Background: an optimization exercise with open tools, aiming at small area and a short achievable clock period. Do not read the settings as production practice.
At most, simulation tests tie the RTL to the original design; equivalence was not proved.

==> flow/design.v (excerpt) <==
module lc8b10b_slot (
    input  wire         clk,
    input  wire         rst,         
    input  wire         in_valid,
    input  wire         in_entry,    
    input  wire [159:0] in_sym,
    output wire         out_valid,
    output reg  [159:0] out_sym,     
    output reg  [127:0] out_data,    
    output reg  [15:0]  out_k,       
    output reg  [15:0]  out_err      
);
For scale: about 3,500 cells after synthesis, ~490 I/O pins, ~20,000 um^2 of cells after synthesis.
export LEC_CHECK = 0
export CAP_MARGIN = 20
export CORE_MARGIN = 2
export CORE_UTILIZATION = 40
export SLEW_MARGIN = 20
create_clock -name core_clock -period 175.0 [get_ports {clk}]
standard.sh (not shown) runs the stock make flow with config.mk's settings and CLKGATE_MAP_FILE= SYNTH_SCRIPT=/design/flow/synth_recipe.tcl, a recipe that flattens the netlist after the stock synthesis.
==> flow/flow/run.sh <==
#!/bin/bash
# The standard layout (standard.sh), with three changes to how it is made:
# - synthesis maps with ABC's area-only mapping (flow/abc_map.script) instead of
#   ORFS's script, through flow/synth.tcl, which is synth_recipe.tcl with only
#   the ABC script swapped;
# - no full/half-adder extraction before ABC (ADDER_MAP_FILE empty);
# - ports are buffered with sky130_fd_sc_hd__buf_1.
# Each tool's output goes to the ORFS logs under orfs/logs; make's own output
# to flow_make.log here.
set -euo pipefail
W=$(pwd)
export FLOW_ABC_SCRIPT=$W/flow/abc_map.script
bash standard.sh "SYNTH_SCRIPT=$W/flow/synth.tcl" "ADDER_MAP_FILE=" \
  "BUFFER_PORTS_ARGS=-buffer_cell sky130_fd_sc_hd__buf_1" finish > flow_make.log 2>&1
test -s out/final.def
==> flow/flow/abc_map.script <==
strash; dch; map -a; topo; stime -c
==> flow/flow/synth.tcl <==
# The standard flow's synthesis script (synth_recipe.tcl) with ABC's mapping script replaced
# by the one named in FLOW_ABC_SCRIPT.
proc synth {args} { yosys synth -nofsm -noshare {*}$args }
proc abc {args} {
  set i [lsearch -exact $args -script]
  if { $i >= 0 } { lset args [expr {$i + 1}] $::env(FLOW_ABC_SCRIPT) }
  yosys abc {*}$args
}
source $::env(SCRIPTS_DIR)/synth.tcl
# left out here: clear keep_hierarchy, flatten, clean up, hide names made inside functions, write 1_2_yosys.v
The starting point produced a clean layout.
==> next run, changes <==
--- a/flow/flow/run.sh
+++ b/flow/flow/run.sh
@@ -13,3 +13,3 @@
 bash standard.sh "SYNTH_SCRIPT=$W/flow/synth.tcl" "ADDER_MAP_FILE=" \
-  "BUFFER_PORTS_ARGS=-buffer_cell sky130_fd_sc_hd__buf_1" finish > flow_make.log 2>&1
+  "BUFFER_PORTS_ARGS=-buffer_cell sky130_fd_sc_hd__buf_1" SETUP_SLACK_MARGIN=135 finish > flow_make.log 2>&1
 test -s out/final.def
=> Design area came out higher by 6.0%. Via count goes up by 1.5%. Critical path depth is lower by 1. First-iteration DRC count drops by 6.9%. Synthesized cell count does not change. Worst setup slack gains 2000 ps.

---

## main
lc8b10b_slot, a different RTL version from the one above (not shown whole).
Size in the first run: about 3000 cells after synthesis, roughly 210 flip-flops, ~20000 um2 of cells after synthesis.
Settings: LEC_CHECK=0, CAP_MARGIN=20, CORE_MARGIN=2, CORE_UTILIZATION=40, CTS_BUF_LIST=sky130_fd_sc_hd__clkbuf_4, CTS_CLUSTER_SIZE=20, PLACE_DENSITY=0.85, SLEW_MARGIN=20, TNS_END_PERCENT=20; clock period 175.0 ns.
==> flow/flow/run.sh <==
#!/bin/bash
# The standard layout (standard.sh), with four changes to how it is made:
# - synthesis maps with ABC's &nf mapper (flow/abc_map.script) instead of
#   ORFS's script, through flow/synth.tcl, which is synth_recipe.tcl with only
#   the ABC script swapped;
# - no full/half-adder extraction before ABC (ADDER_MAP_FILE empty);
# - ports are buffered with sky130_fd_sc_hd__buf_1;
# - ORFS's timing repair aims for 137 ns of setup slack (SETUP_SLACK_MARGIN)
#   instead of 0, so it sizes the slowest paths of this design up. The clock,
#   its period and all constraints are the standard flow's own, unchanged.
# Each tool's output goes to the ORFS logs under orfs/logs; make's own output
# to flow_make.log here.
set -euo pipefail
W=$(pwd)
export FLOW_ABC_SCRIPT=$W/flow/abc_map.script
bash standard.sh "SYNTH_SCRIPT=$W/flow/synth.tcl" "ADDER_MAP_FILE=" \
  "BUFFER_PORTS_ARGS=-buffer_cell sky130_fd_sc_hd__buf_1" SETUP_SLACK_MARGIN=137 finish > flow_make.log 2>&1
test -s out/final.def
==> flow/flow/abc_map.script <==
strash; &get -n; &nf -R 1000; &put; topo; stime -c
Scripts as last shown in full above: flow/flow/synth.tcl
main | status: complete | timing, DRC, antenna: pass
Modified inputs, the feature branch compared to main
--- a/flow/flow/run.sh
+++ b/flow/flow/run.sh
@@ -7,3 +7,3 @@
 # - ports are buffered with sky130_fd_sc_hd__buf_1;
-# - ORFS's timing repair aims for 137 ns of setup slack (SETUP_SLACK_MARGIN)
+# - ORFS's timing repair aims for 136.3 ns of setup slack (SETUP_SLACK_MARGIN)
 #   instead of 0, so it sizes the slowest paths of this design up. The clock,
@@ -16,3 +16,3 @@
 bash standard.sh "SYNTH_SCRIPT=$W/flow/synth.tcl" "ADDER_MAP_FILE=" \
-  "BUFFER_PORTS_ARGS=-buffer_cell sky130_fd_sc_hd__buf_1" SETUP_SLACK_MARGIN=137 finish > flow_make.log 2>&1
+  "BUFFER_PORTS_ARGS=-buffer_cell sky130_fd_sc_hd__buf_1" SETUP_SLACK_MARGIN=136.3 finish > flow_make.log 2>&1
 test -s out/final.def
==> notes.md <==
The feature branch ended up with a lower slack of the critical path than main did.
Per the comparison of the feature branch with main, non-clock buffer instance count of the final layout fell by 31; total die area comparable; buffers inserted during post-CTS setup optimization moved down.
No functional check of the RTL was part of any run of this note.

---

lc8b10b_slot, a different RTL version from the one above (not shown whole).
Size: about 2900 cells after synthesis, roughly 490 I/O pins, about 0.019 sq mm of cells after synthesis.
Design lc8b10b_slot, start of the top module:
module lc8b10b_slot (
    input  wire         clk,
    input  wire         rst,         
    input  wire         in_valid,
    input  wire         in_entry,    
    input  wire [159:0] in_sym,
    output wire         out_valid,
    output reg  [159:0] out_sym,     
    output reg  [127:0] out_data,    
    output reg  [15:0]  out_k,       
    output reg  [15:0]  out_err      
);
export LEC_CHECK = 0
export CAP_MARGIN = 20
export CORE_MARGIN = 2
export CORE_UTILIZATION = 40
export CTS_BUF_LIST = sky130_fd_sc_hd__clkbuf_4
export CTS_CLUSTER_SIZE = 20
export SLEW_MARGIN = 20
export TNS_END_PERCENT = 0
create_clock -name core_clock -period 175.0 [get_ports {clk}]
==> flow/flow/run.sh <==
#!/bin/bash
# The standard layout (standard.sh), with four changes to how it is made:
# - synthesis maps with ABC's &nf mapper (flow/abc_map.script) instead of
#   ORFS's script, through flow/synth.tcl, which is synth_recipe.tcl with only
#   the ABC script swapped;
# - no full/half-adder extraction before ABC (ADDER_MAP_FILE empty);
# - ports are buffered with sky130_fd_sc_hd__buf_1;
# - ORFS's timing repair aims for 136.3 ns of setup slack (SETUP_SLACK_MARGIN)
#   instead of 0, so it sizes the slowest paths of this design up. The clock,
#   its period and all constraints are the standard flow's own, unchanged.
# Each tool's output goes to the ORFS logs under orfs/logs; make's own output
# to flow_make.log here.
set -euo pipefail
W=$(pwd)
export FLOW_ABC_SCRIPT=$W/flow/abc_map.script
bash standard.sh "SYNTH_SCRIPT=$W/flow/synth.tcl" "ADDER_MAP_FILE=" \
  "BUFFER_PORTS_ARGS=-buffer_cell sky130_fd_sc_hd__buf_1" SETUP_SLACK_MARGIN=136.3 finish > flow_make.log 2>&1
test -s out/final.def
Scripts as last shown in full above: flow/flow/abc_map.script, flow/flow/synth.tcl
Next try:
--- a/flow/flow/run.sh
+++ b/flow/flow/run.sh
@@ -8 +8 @@
-# - ORFS's timing repair aims for 136.3 ns of setup slack (SETUP_SLACK_MARGIN)
+# - ORFS's timing repair aims for 136 ns of setup slack (SETUP_SLACK_MARGIN)
@@ -17 +17 @@
-  "BUFFER_PORTS_ARGS=-buffer_cell sky130_fd_sc_hd__buf_1" SETUP_SLACK_MARGIN=136.3 finish > flow_make.log 2>&1
+  "BUFFER_PORTS_ARGS=-buffer_cell sky130_fd_sc_hd__buf_1" SETUP_SLACK_MARGIN=136 finish > flow_make.log 2>&1
CORE_UTILIZATION = 55   (was 40)
TNS_END_PERCENT = default   (was 0)
After rerunning:
- global-route usage is higher by 7.0 points
- sequential share of layout area is higher by 0.16 points
- via count is lower slightly
- non-clock buffer count is lower by 4
- count of clock-buffer cells in the layout is lower by 8
- die area is lower by a quarter to a third
- core utilization is higher by 17 points
- hold slack gains 16 ps
- critical path depth is lower by 2
- wire length is lower by a little under a tenth
- register-to-register slack gains 200 ps
Next try:
--- a/flow/flow/run.sh
+++ b/flow/flow/run.sh
@@ -8 +8 @@
-# - ORFS's timing repair aims for 136 ns of setup slack (SETUP_SLACK_MARGIN)
+# - ORFS's timing repair aims for 136.3 ns of setup slack (SETUP_SLACK_MARGIN)
@@ -17 +17 @@
-  "BUFFER_PORTS_ARGS=-buffer_cell sky130_fd_sc_hd__buf_1" SETUP_SLACK_MARGIN=136 finish > flow_make.log 2>&1
+  "BUFFER_PORTS_ARGS=-buffer_cell sky130_fd_sc_hd__buf_1" SETUP_SLACK_MARGIN=136.3 finish > flow_make.log 2>&1
CORE_UTILIZATION = 40   (was 55)
PLACE_DENSITY = 0.85   (was default)
TNS_END_PERCENT = 20   (was default)
What happened: The new run produced a clean layout; final area goes up by 1.2%; maximum frequency goes up by 0.51%; non-clock buffer count goes up by 7; hold slack got worse by 6.1 ps.
Next try:
PLACE_DENSITY = 0.45   (was 0.85)
- wire length climbs by a few percent
- synthesized cell count stays the same
- die area stays the same
- design area rises slightly
- hold slack stays flat
- cell count came out higher slightly
- first-iteration DRC count fell by a little under a tenth
- via count is lower slightly
Next try:
CTS_BUF_LIST = sky130_fd_sc_hd__clkbuf_4 sky130_fd_sc_hd__clkbuf_8 sky130_fd_sc_hd__clkbuf_16   (was sky130_fd_sc_hd__clkbuf_4)
CTS_CLUSTER_SIZE = 30   (was 20)
PLACE_DENSITY = default   (was 0.45)
TNS_END_PERCENT = default   (was 20)
Result:
- The changed run finished with timing, DRC and antenna clean
- global-route usage went up by 0.13 points
- synthesized area is unchanged
- setup slack improved by 150 ps

what the ideal ports hide:
No port has a modelled driver above. Below, the same layouts with a new extraction and two added sets of constraints. Step 1 (the two cells are an assumption about what drives the block):
set clk [get_ports {clk}]
set_driving_cell -lib_cell sky130_fd_sc_hd__clkbuf_16 $clk
set_driving_cell -lib_cell sky130_fd_sc_hd__buf_2 [delete_from_list [all_inputs] $clk]
Step 2 moves the port delays by t, midway between the first and last clock arrival at a register: inputs arrive t later, outputs are due t later. That takes back most of the time a late clock gives input paths. Three values: ideal, step 1, step 2; two values: the first two.
run | t, ns | slack for setup (ns) | worst setup path at the end | latest minus earliest clock arrival (ns) | cell pins on the clock port's net
the first run of note 1 | 0.548 | 133.278 / 133.221 / 133.769 | register to output | 0.021 / 0.021 | 1
the second run of note 1 | 0.546 | 135.291 / 135.235 / 135.781 | register to output | 0.022 / 0.021 | 1
main | 0.817 | 136.896 / 136.849 / 136.292 | input to register | 0.055 / 0.055 | 1
the feature branch | 0.811 | 136.391 / 136.341 / 135.651 | input to register | 0.058 / 0.058 | 1
the first run of note 3 | 0.842 | 136.226 / 136.173 / 135.727 | input to register | 0.063 / 0.062 | 1
the second run of note 3 | 0.764 | 136.279 / 136.228 / 135.703 | input to register | 0.035 / 0.034 | 1
the third run of note 3 | 0.803 | 136.475 / 136.434 / 135.878 | input to register | 0.060 / 0.061 | 1
the fourth run of note 3 | 0.858 | 136.374 / 136.322 / 135.970 | input to register | 0.065 / 0.066 | 1
the fifth run of note 3 | 0.601 | 136.522 / 136.468 / 136.076 | input to register | 0.014 / 0.015 | 1
After both steps every run listed still meets setup and hold. The setup slack of the feature branch, which loses most, moves by -0.050 ns with the drivers and by -0.740 ns with both steps.
